This design comes from an exercise in tuning for small area, a short achievable clock period and few clock cycles per item on the open sky130 flow, not from production work.
No functional check of the RTL was part of this run.
No activity file was given, so power comes from the tool's default toggle rates.

==> design/flow/design.v <==
module hxi_alu (
    input  wire        clk,
    input  wire        rst,
    input  wire        start,
    output wire        ready,
    input  wire [4:0]  fn,
    input  wire [2:0]  ty,
    input  wire [2:0]  ty2,
    input  wire        d,
    input  wire [63:0] wa_in,
    input  wire [63:0] wb_in,
    input  wire [4:0]  flags_in,
    output reg         done,
    output reg  [63:0] wa_out,
    output reg  [63:0] wb_out,
    output reg  [4:0]  flags_out,
    output reg  [1:0]  fault
);
    localparam FN_ADD = 5'h00, FN_SUB = 5'h01, FN_MUL = 5'h02, FN_DIV = 5'h03,
               FN_MOD = 5'h04, FN_NEG = 5'h05, FN_ABS = 5'h06, FN_MIN = 5'h07,
               FN_MAX = 5'h08, FN_SQRT = 5'h09, FN_AND = 5'h0A, FN_OR = 5'h0B,
               FN_XOR = 5'h0C, FN_NOT = 5'h0D, FN_SHL = 5'h0E, FN_SHR = 5'h0F,
               FN_SAR = 5'h10, FN_ROL = 5'h11, FN_CVT = 5'h12, FN_TRUNC = 5'h13,
               FN_MOV = 5'h14, FN_SWP = 5'h15, FN_CLRW = 5'h16, FN_SEXTB = 5'h17,
               FN_SEXTH = 5'h18;
    localparam T_I32 = 3'd3, T_U32 = 3'd4, T_I64 = 3'd5;
    localparam F_NONE = 2'd0, F_ILLEGAL = 2'd1, F_DIVZERO = 2'd2;
    localparam S_RUN  = 3'd0,   
               S_EMUL = 3'd1,   
               S_MUL  = 3'd2,   
               S_EDIV = 3'd3,   
               S_DIV  = 3'd4,   
               S_FIN  = 3'd5;   
    reg  [2:0]  state;
    reg         rdy;
    reg         v1;         
    reg  [4:0]  r_fn;
    reg  [2:0]  r_ty, r_ty2;
    reg         r_d;
    reg  [4:0]  r_flags;
    reg         r_ill, r_dz;
    reg  [63:0] X, Y;       
    reg  [66:0] acc;        
    reg  [11:0] benc;       
    reg  [5:0]  cnt;
    reg  [3:0]  r_n;        
    reg         r_xoth;     
    reg         sa, sb;     
    assign ready = rdy;
    wire [63:0] in_dst = d ? wb_in : wa_in;
    wire [63:0] in_oth = d ? wa_in : wb_in;
    wire in_ty_int  = (ty == T_I32) || (ty == T_U32) || (ty == T_I64);
    wire in_ty2_int = (ty2 == T_I32) || (ty2 == T_U32) || (ty2 == T_I64);
    wire in_ill = (fn > FN_SEXTH) || !in_ty_int || (fn == FN_SQRT) || (fn == FN_TRUNC) ||
                  ((fn == FN_CVT) ? !in_ty2_int : (ty2 != 3'd0));
    wire in_isdiv = (fn == FN_DIV) || (fn == FN_MOD);
    wire in_dz  = in_isdiv && (in_oth[31:0] == 32'd0) && ((ty != T_I64) || (in_oth[63:32] == 32'd0));
    wire in_mul = !in_ill && (fn == FN_MUL);
    wire in_div = !in_ill && in_isdiv && !in_dz;
    wire accept = start && rdy;
    function [3:0] sigbytes;
        input [63:0] v;
        input [2:0]  t;
        reg   [63:0] e;
        reg   [62:0] df;      
        reg   [7:0]  seg;     
        reg          up;
        integer k;
        begin
            e  = (t == T_I32) ? {{32{v[31]}}, v[31:0]} :
                 (t == T_U32) ? {32'd0, v[31:0]} : v;
            df = e[62:0] ^ e[63:1];
            for (k = 1; k <= 7; k = k + 1)
                seg[k] = |df[8 * k - 1 +: 8];
            seg[0] = 1'b0;
            sigbytes = 4'd8;
            up = 1'b0;
            for (k = 7; k >= 1; k = k - 1) begin
                up = up | seg[k];
                if (!up) sigbytes = k;
            end
        end
    endfunction
    wire [3:0] in_nwa  = sigbytes(wa_in, ty);
    wire [3:0] in_nwb  = sigbytes(wb_in, ty);
    wire       in_wale = (in_nwa <= in_nwb);             
    wire       x_is_wb = in_mul ? in_wale : d;
    wire [63:0] in_x   = x_is_wb ? wb_in : wa_in;
    wire [63:0] in_y   = x_is_wb ? wa_in : wb_in;
    wire        fin    = (state == S_FIN);
    reg         is32, signd;    
    wire [63:0] wmask  = is32 ? 64'h0000_0000_FFFF_FFFF : 64'hFFFF_FFFF_FFFF_FFFF;
    wire [63:0] a_m    = X & wmask;                                   
    wire [63:0] b_m    = Y & wmask;                                   
    wire [63:0] a_sx   = is32 ? {{32{X[31]}}, X[31:0]} : X;           
    wire [63:0] b_sx   = is32 ? {{32{Y[31]}}, Y[31:0]} : Y;
    wire [63:0] a_val  = signd ? a_sx : a_m;                         
    wire [63:0] b_val  = signd ? b_sx : b_m;
    wire        a_neg  = signd & a_sx[63];
    wire        b_neg  = signd & b_sx[63];
    wire        a_top  = is32 ? X[31] : X[63];                       
    wire        b_top  = is32 ? Y[31] : Y[63];
    wire [63:0] q_abs  = (r_fn == FN_DIV) ? X : Y;
    wire        q_neg  = (r_fn == FN_DIV) ? (sa ^ sb) : sa;
    wire        ad_neg = fin || (r_fn == FN_NEG) || (r_fn == FN_ABS) ||
                         (r_fn == FN_DIV) || (r_fn == FN_MOD);       
    wire        ad_sub = fin || (r_fn != FN_ADD);
    wire [63:0] ad_op1 = ad_neg ? 64'd0 : a_m;
    wire [63:0] ad_op2 = fin ? q_abs : ad_neg ? a_m : b_m;
    wire [64:0] ad     = {1'b0, ad_op1} + {ad_sub, ad_sub ? ~ad_op2 : ad_op2} + {64'd0, ad_sub};
    wire        ad_top = is32 ? ad[31] : ad[63];
    wire        v_add  = (a_top ^ ad_top) & (b_top ^ ad_top);
    wire        v_sub  = (a_top ^ b_top) & (a_top ^ ad_top);
    wire        a_lt_b = signd ? (ad_top ^ v_sub) : ad[64];
    wire [5:0]  sh     = Y[5:0];
    wire        sh_l   = (r_fn == FN_SHL) || (r_fn == FN_ROL);
    wire [5:0]  ramt   = sh_l ? sh : (6'd0 - sh);
    wire [63:0] rin    = is32 ? {X[31:0], X[31:0]} : X;
    reg  [63:0] rot;
    integer ri;
    always @(*) begin
        rot = rin;
        for (ri = 0; ri < 6; ri = ri + 1)
            if (ramt[ri]) rot = (rot << (1 << ri)) | (rot >> (64 - (1 << ri)));
    end
    reg  [63:0] m_l;       
    reg  [63:0] m_r;       
    integer mi;
    always @(*) begin
        for (mi = 0; mi < 64; mi = mi + 1)
            m_l[mi] = (sh <= mi);
        for (mi = 0; mi < 64; mi = mi + 1)
            m_r[mi] = is32 ? ((mi < 32) ? m_l[31 - mi] : 1'b0) : m_l[63 - mi];
    end
    wire        sh_nz  = (sh != 6'd0);
    wire        sh_inw = !is32 || (sh <= 6'd32);
    wire        rot_top = is32 ? rot[31] : rot[63];
    wire [64:0] cvt_src = {a_val[63] & signd, a_val};
    wire        cvt_lo  = (r_ty2 == T_I32) ? ($signed(cvt_src) < -65'sd2147483648) :
                          (r_ty2 == T_U32) ? cvt_src[64] : 1'b0;
    wire        cvt_hi  = (r_ty2 == T_I32) ? ($signed(cvt_src) > 65'sd2147483647) :
                          (r_ty2 == T_U32) ? ($signed(cvt_src) > 65'sd4294967295) :
                          ($signed(cvt_src) > 65'sd9223372036854775807);
    wire [63:0] cvt_val = cvt_lo ? ((r_ty2 == T_I32) ? 64'hFFFF_FFFF_8000_0000 : 64'd0) :
                          cvt_hi ? ((r_ty2 == T_I32) ? 64'h0000_0000_7FFF_FFFF :
                                    (r_ty2 == T_U32) ? 64'h0000_0000_FFFF_FFFF :
                                                       64'h7FFF_FFFF_FFFF_FFFF) :
                          cvt_src[63:0];
    reg  [63:0] s_res;     
    reg  [2:0]  s_rty;     
    reg         s_v, s_c;
    reg  [63:0] s_oth;     
    always @(*) begin
        s_res = 64'd0;
        s_rty = r_ty;
        s_v   = 1'b0;
        s_c   = 1'b0;
        s_oth = r_xoth ? X : Y;
        case (r_fn)
            FN_ADD: begin
                s_res = ad[63:0];
                s_c   = is32 ? ad[32] : ad[64];
                s_v   = v_add;
            end
            FN_SUB: begin
                s_res = ad[63:0];
                s_c   = ad[64];
                s_v   = v_sub;
            end
            FN_NEG: begin
                s_res = ad[63:0];
                s_c   = ad[64];
                s_v   = a_top & ad_top;
            end
            FN_ABS: begin
                s_res = a_neg ? ad[63:0] : a_m;
                s_v   = a_neg & ad_top;
            end
            FN_MIN:   s_res = a_lt_b ? a_m : b_m;
            FN_MAX:   s_res = a_lt_b ? b_m : a_m;
            FN_AND:   s_res = X & Y;
            FN_OR:    s_res = X | Y;
            FN_XOR:   s_res = X ^ Y;
            FN_NOT:   s_res = ~X;
            FN_SHL: begin
                s_res = rot & m_l;
                s_c   = sh_nz & sh_inw & rot[0];
            end
            FN_SHR: begin
                s_res = rot & m_r;
                s_c   = sh_nz & sh_inw & rot_top;
            end
            FN_SAR: begin
                s_res = (rot & m_r) | (~m_r & {64{a_sx[63]}});
                s_c   = sh_nz & (sh_inw ? rot_top : a_sx[63]);
            end
            FN_ROL: begin
                s_res = rot;
                s_c   = sh_nz & rot[0];
            end
            FN_CVT: begin
                s_res = cvt_val;
                s_rty = r_ty2;
                s_v   = cvt_lo | cvt_hi;
            end
            FN_MOV:   s_res = Y;
            FN_SWP: begin
                s_res = Y;
                s_oth = X;
            end
            FN_CLRW:  s_res = 64'd0;
            FN_SEXTB: s_res = {{56{X[7]}}, X[7:0]};
            FN_SEXTH: s_res = {{48{X[15]}}, X[15:0]};
            default:  s_res = 64'd0;
        endcase
    end
    wire        m_first = (state == S_EMUL);
    wire [63:0] m_y     = m_first ? b_val : Y;      
    wire [64:0] m_acc   = acc[64:0];
    function [11:0] booth_enc;
        input [8:0] bb;
        integer j;
        begin
            for (j = 0; j < 4; j = j + 1) begin
                booth_enc[3 * j]     = bb[2 * j + 1] ^ bb[2 * j];
                booth_enc[3 * j + 1] = (bb[2 * j +: 3] == 3'b100) || (bb[2 * j +: 3] == 3'b011);
                booth_enc[3 * j + 2] = bb[2 * j + 2];
            end
        end
    endfunction
    function [72:0] booth_pp;      
        input [2:0]  nto;          
        input [63:0] a;
        reg   [65:0] ax, mag;
        reg          one, two, neg;
        begin
            one = nto[0];
            two = nto[1];
            neg = nto[2];
            ax  = {{2{a[63]}}, a};
            mag = one ? ax : two ? {ax[64:0], 1'b0} : 66'd0;
            booth_pp = {{7{neg ^ mag[65]}}, (neg ? ~mag : mag)};
        end
    endfunction
    wire [72:0] m_pp0 = booth_pp(benc[2:0], a_val);
    wire [72:0] m_pp1 = booth_pp(benc[5:3], a_val);
    wire [72:0] m_pp2 = booth_pp(benc[8:6], a_val);
    wire [72:0] m_pp3 = booth_pp(benc[11:9], a_val);
    wire [72:0] m_neg = {66'd0, benc[11], 1'b0, benc[8], 1'b0, benc[5], 1'b0, benc[2]};
    function [145:0] csa;          
        input [72:0] a, b, c;
        begin
            csa = {((a & b) | (a & c) | (b & c)) << 1, a ^ b ^ c};
        end
    endfunction
    wire [72:0] m_acx = {{8{m_acc[64]}}, m_acc};
    wire [145:0] m_l1a = csa(m_acx, m_pp0, {m_pp1[70:0], 2'b0});
    wire [145:0] m_l1b = csa({m_pp2[68:0], 4'b0}, {m_pp3[66:0], 6'b0}, m_neg);
    wire [145:0] m_l2  = csa(m_l1a[72:0], m_l1a[145:73], m_l1b[72:0]);
    wire [145:0] m_l3  = csa(m_l2[72:0], m_l2[145:73], m_l1b[145:73]);
    wire [72:0] m_sum = m_l3[72:0] + m_l3[145:73];
    function [6:0] lzc64;
        input [63:0] v;
        integer i;
        reg found;
        begin
            lzc64 = 7'd64;
            found = 1'b0;
            for (i = 63; i >= 0; i = i - 1)
                if (!found && v[i]) begin
                    lzc64 = 7'd63 - i[6:0];
                    found = 1'b1;
                end
        end
    endfunction
    wire [63:0] b_mag  = b_neg ? (~b_sx + 64'd1) : b_m;
    wire [63:0] a_mag  = a_neg ? (ad[63:0] & wmask) : a_m;
    wire [6:0]  lz_n   = lzc64(a_neg ? (~X & wmask) : a_m);
    wire [6:0]  lz_d   = lzc64(b_neg ? (~Y & wmask) : b_m);
    wire [7:0]  d_k    = {1'b0, lz_d} - {1'b0, lz_n} + {7'd0, a_neg};    
    wire [6:0]  d_sh   = d_k[6:0] | 7'd1;
    wire [66:0] d_al   = {3'd0, b_mag} << d_sh;
    wire [68:0] d_d1   = {2'd0, acc};                 
    wire [68:0] d_d2   = {3'd0, acc[66:1]};           
    wire [68:0] d_ry   = {5'd0, Y};                   
    wire [68:0] d_t1   = d_ry - d_d1;
    wire [68:0] d_t2   = d_ry - d_d2;
    wire [68:0] d_cs   = d_ry ^ ~d_d1 ^ ~d_d2;       
    wire [68:0] d_cc   = ((d_ry & ~d_d1) | (d_ry & ~d_d2) | (~d_d1 & ~d_d2)) << 1;
    wire [68:0] d_t3   = d_cs + d_cc + 69'd2;         
    wire        d_ok1  = !d_t1[68];
    wire        d_ok2  = d_ok1 ? !d_t3[68] : !d_t2[68];
    wire [63:0] d_r2   = d_ok1 ? (d_ok2 ? d_t3[63:0] : d_t1[63:0])
                               : (d_ok2 ? d_t2[63:0] : Y);
    wire [127:0] m_cat = {acc[63:0], Y} >> {(4'd8 - r_n), 3'd0};
    wire [63:0]  m_p   = m_cat[63:0];
    wire [130:0] m_c   = {acc, Y};
    wire [66:0]  m_df  = m_c[129:63] ^ m_c[130:64];    
    reg  [8:1]   m_seg;
    reg          m_hfit, m_up;
    integer      hk;
    always @(*) begin
        for (hk = 1; hk <= 8; hk = hk + 1)
            m_seg[hk] = |m_df[64 - 8 * hk +: 8];
        m_hfit = 1'b0;
        m_up   = |m_df[66:64];
        for (hk = 1; hk <= 8; hk = hk + 1) begin
            m_up = m_up | m_seg[hk];
            if (r_n == hk) m_hfit = !m_up;
        end
    end
    reg  [63:0] p_res;
    reg         p_v;
    always @(*) begin
        if (r_fn == FN_MUL) begin
            p_res = m_p;
            case (r_ty)
                T_I32:   p_v = !((m_p[63:31] == 33'd0) || (m_p[63:31] == {33{1'b1}}));
                T_U32:   p_v = (m_p[63:32] != 32'd0);
                default: p_v = !m_hfit;
            endcase
        end else begin
            p_res = q_neg ? ad[63:0] : q_abs;
            p_v   = (r_fn == FN_DIV) && signd && !(sa ^ sb) && (is32 ? X[31] : X[63]);
        end
    end
    function [63:0] extend;
        input [63:0] v;
        input [2:0]  t;
        begin
            case (t)
                T_I32:   extend = {{32{v[31]}}, v[31:0]};
                T_U32:   extend = {32'd0, v[31:0]};
                default: extend = v;
            endcase
        end
    endfunction
    function [4:0] iflags;        
        input [63:0] v;
        input [2:0]  t;
        input        fv;
        input        fc;
        reg          z, n;
        begin
            if (t == T_I64) begin
                z = (v == 64'd0);
                n = v[63];
            end else begin
                z = (v[31:0] == 32'd0);
                n = v[31];
            end
            iflags = {1'b0, fc, fv, n, z};
        end
    endfunction
    reg  [63:0] e_dst, e_oth;
    reg  [4:0]  e_flags;
    reg  [1:0]  e_fault;
    always @(*) begin
        if (r_ill) begin
            e_dst = X; e_oth = Y; e_flags = r_flags; e_fault = F_ILLEGAL;
        end else if (r_dz) begin
            e_dst = X; e_oth = Y; e_flags = r_flags; e_fault = F_DIVZERO;
        end else begin
            e_dst   = (r_fn == FN_SWP) ? s_res : extend(s_res, s_rty);
            e_oth   = s_oth;
            e_flags = iflags(s_res, s_rty, s_v, s_c);
            e_fault = F_NONE;
        end
    end
    wire [63:0] f_dst   = extend(p_res, r_ty);
    wire [4:0]  f_flags = iflags(p_res, r_ty, p_v, 1'b0);
    always @(posedge clk) begin
        if (rst) begin
            state <= S_RUN;
            rdy   <= 1'b1;
            v1    <= 1'b0;
            done  <= 1'b0;
        end else begin
            done <= 1'b0;
            v1   <= 1'b0;
            case (state)
                S_RUN: begin
                    if (v1)
                        done <= 1'b1;
                end
                S_EMUL: begin
                    cnt <= {2'd0, r_n} - 6'd1;
                    if (r_n == 4'd1) begin
                        state <= S_FIN;
                        rdy   <= 1'b1;
                    end else
                        state <= S_MUL;
                end
                S_MUL: begin
                    cnt <= cnt - 6'd1;
                    if (cnt == 6'd1) begin
                        state <= S_FIN;
                        rdy   <= 1'b1;
                    end
                end
                S_EDIV: begin
                    cnt <= d_k[6:1] + 6'd1;
                    if (d_k[7]) begin
                        state <= S_FIN;
                        rdy   <= 1'b1;
                    end else
                        state <= S_DIV;
                end
                S_DIV: begin
                    cnt <= cnt - 6'd1;
                    if (cnt == 6'd1) begin
                        state <= S_FIN;
                        rdy   <= 1'b1;
                    end
                end
                S_FIN: begin
                    done  <= 1'b1;
                    state <= S_RUN;
                end
                default: state <= S_RUN;
            endcase
            if (accept) begin
                v1    <= 1'b1;
                state <= in_mul ? S_EMUL : in_div ? S_EDIV : S_RUN;
                rdy   <= !(in_mul || in_div);
            end
        end
    end
    always @(posedge clk) begin
        if (accept) begin
            r_fn    <= fn;
            r_ty    <= ty;
            is32    <= (ty != T_I64);
            signd   <= (ty != T_U32);
            r_ty2   <= ty2;
            r_d     <= d;
            r_flags <= flags_in;
            r_ill   <= in_ill;
            r_dz    <= in_dz;
            X       <= in_x;
            Y       <= in_y;
            r_n     <= in_wale ? in_nwa : in_nwb;
            r_xoth  <= in_mul & (in_wale ^ d);
            acc     <= 67'd0;
            benc    <= booth_enc({in_y[7:0], 1'b0});
        end else begin
            case (state)
                S_EMUL, S_MUL: begin
                    Y     <= {m_sum[7:0], m_y[63:8]};
                    benc  <= booth_enc(Y[15:7]);
                    acc   <= {{2{m_sum[72]}}, m_sum[72:8]};
                end
                S_EDIV: begin
                    X   <= 64'd0;
                    Y   <= a_mag;
                    acc <= d_al;
                    sa  <= a_neg;
                    sb  <= b_neg;
                end
                S_DIV: begin
                    X   <= {X[61:0], d_ok1, d_ok2};
                    Y   <= d_r2;
                    acc <= {2'b0, acc[66:2]};
                end
                default: ;
            endcase
        end
    end
    always @(posedge clk) begin
        if (fin) begin
            fault     <= F_NONE;
            flags_out <= f_flags;
            if (r_d) wb_out <= f_dst;
            else     wa_out <= f_dst;
        end else if (state == S_RUN || state == S_EMUL || state == S_EDIV) begin
            fault     <= e_fault;
            flags_out <= e_flags;
            wa_out    <= r_d ? e_oth : e_dst;
            wb_out    <= r_d ? e_dst : e_oth;
        end
    end
endmodule
==> design/flow/run.sh <==
#!/bin/bash
# synth_recipe.tcl (not shown) runs the flow's synth.tcl, then flattens the netlist and writes it again
# the make line also repeats each setting of config.mk as NAME=value (left out here)
make -C /OpenROAD-flow-scripts/flow DESIGN_CONFIG=/design/flow/config.mk WORK_HOME=/design/flow/orfs CLKGATE_MAP_FILE= SYNTH_SCRIPT=/design/flow/synth_recipe.tcl finish
==> design/flow/config.mk <==
export PLATFORM = sky130hd
export DESIGN_NAME = hxi_alu
export DESIGN_NICKNAME = hxi_alu
export VERILOG_FILES = /design/flow/design.v
export SDC_FILE = /design/flow/constraint.sdc
export NUM_CORES = 4
export LEC_CHECK = 0
export CAP_MARGIN = 40
export CORE_MARGIN = 2
export CORE_UTILIZATION = 40
export SETUP_SLACK_MARGIN = 3.5
export SLEW_MARGIN = 40
==> design/flow/constraint.sdc <==
create_clock -name core_clock -period 11.0 [get_ports {clk}]
set_input_delay 2.2000 -clock core_clock [delete_from_list [all_inputs] [get_ports {clk}]]
set_output_delay 2.2000 -clock core_clock [all_outputs]
set_load 0.01 [all_outputs]
==> flow_metrics.env <==
export IMPL_cts_buffers=57
export IMPL_htree_num_levels=2
export IMPL_placed_cells=14700
export IMPL_grt_pass1_wl_um=991000
export IMPL_haltStage="5_1_grt"
export IMPL_place_congestion=1.29
export IMPL_clockBufferDepth=3
export IMPL_yosysUniqueCellTypes=106
export IMPL_die_y_um=469
export IMPL_track_usage_pct=65.5
export IMPL_status="did not finish"
export IMPL_die_w_um=469
export IMPL_synth_nets=12800
export IMPL_synth_async_reset_ratio_pct=0
export IMPL_initial_core_util_pct=40.3
export IMPL_grt_overflow_total=7
export IMPL_error_line="[ERROR GRT-0116] Global routing finished with congestion. Check the congestion regions in the DRC Viewer."
export IMPL_ys_warn_count=1
export IMPL_yosysSeqAreaShare_pct=12.4
export IMPL_dpl_hpwl_um=551000
export IMPL_syn_area_sq_um=86500
export IMPL_synth_edff_count=305
export IMPL_std_cell_rows=170
export IMPL_num_io_pins=285
export IMPL_synth_seq_cells=382
export IMPL_synth_ff_type="edfxtp_1"
export IMPL_dpl_cell_area_sq_um=97200
export IMPL_syn_inst=11700
export IMPL_first_global_vias=109000
export IMPL_synth_avg_cell_area_sq_um=7.42
export IMPL_cts_sinks=382
export IMPL_portBuffers=284
export IMPL_grt_max_degree=126
export IMPL_preCtsSetupSlack_ns=1.78
export IMPL_cts_root_buf="clkbuf_16"
==> power by group through the flow <==
stage	sequential [mW]	clock (mW)	combinational, mW
after CTS	2.19	2.06	34.4
after detailed placement	2.23	0	33.6
after global placement	2.24	0	33.3
after floorplan	2.07	0	19.3
==> logic make-up after synthesis <==
| group | share of synthesized area (%) |
|---|---|
| AO/OA/AOI/OAI | 30.4 |
| AND/OR/NAND/NOR | 17.1 |
| buffers and inverters | 7.00 |
| adder cells (fa/ha/maj) | 16.4 |
| multiplexers | 10.0 |
| XOR/XNOR | 6.70 |
| flip-flops | 12.4 |
==> worst min path at each step <==
stage | start | end | depth (start not counted)
2_1_floorplan | v1$_SDFF_PP0_ | done$_SDFF_PP0_ | 2
3_3_place_gp | fault[0]$_SDFFE_PP0P_ | fault[0]$_SDFFE_PP0P_ | 2
3_5_place_dp | fault[0]$_SDFFE_PP0P_ | fault[0]$_SDFFE_PP0P_ | 2
4_1_cts | fault[1]$_SDFFE_PP0P_ | fault[1]$_SDFFE_PP0P_ | 2
==> cell usage after synthesis (34+ instances only) <==
| master | number | area share, % |
|---|---|---|
| a221o_1 | 38 | 0.44 |
| nor4_1 | 103 | 0.74 |
| inv_1 | 578 | 2.5 |
| mux2i_1 | 524 | 6.1 |
| o31ai_1 | 60 | 0.52 |
| o2111ai_1 | 51 | 0.52 |
| a2111oi_0 | 49 | 0.50 |
| mux4_2 | 107 | 2.8 |
| ha_1 | 702 | 10 |
| nor3_1 | 203 | 1.2 |
| nand4_1 | 137 | 0.99 |
| nor2_1 | 945 | 4.1 |
| nor2b_1 | 68 | 0.49 |
| mux2_2 | 90 | 1.2 |
| o221ai_1 | 168 | 1.7 |
| and3_1 | 55 | 0.40 |
| fa_1 | 269 | 6.2 |
| and2_1 | 49 | 0.35 |
| xnor2_1 | 480 | 4.9 |
| o21bai_1 | 69 | 0.60 |
| a31oi_1 | 161 | 1.2 |
| a211oi_1 | 165 | 1.4 |
| a221oi_1 | 182 | 1.8 |
| buf_1 | 154 | 0.67 |
| nand3_1 | 245 | 1.4 |
| edfxtp_1 | 305 | 11 |
| dfxtp_1 | 77 | 1.8 |
| clkbuf_1 | 787 | 3.4 |
| o21ai_0 | 896 | 5.2 |
| or3_1 | 40 | 0.29 |
| o22ai_1 | 174 | 1.3 |
| nand2b_1 | 79 | 0.57 |
| o21a_1 | 103 | 0.89 |
| nand2_1 | 1230 | 5.3 |
| a21oi_1 | 1037 | 6.0 |
| a22oi_1 | 288 | 2.5 |
| o211ai_1 | 119 | 1.0 |
| xor2_1 | 180 | 1.8 |
| or2_2 | 34 | 0.25 |
| a21o_1 | 210 | 1.8 |
==> routing by layer <==
layer,overflow,GRT usage (%)
met5,0,14.9
met4,7,65.7
met3,0,46.8
met2,0,84.1
met1,0,66.0
==> metrics by stage <==
step	hold WS, ns	power, mW
after floorplan	0.422	21.4
after global placement	0.503	35.6
after detailed placement	0.531	35.8
after CTS	0.549	38.6
==> timing repair <==
item / 4_1_cts
resized for setup: 344
hold buffers: 0
cloned: 14
setup endpoints to repair: 289
pin swaps: 45
setup buffers: 101
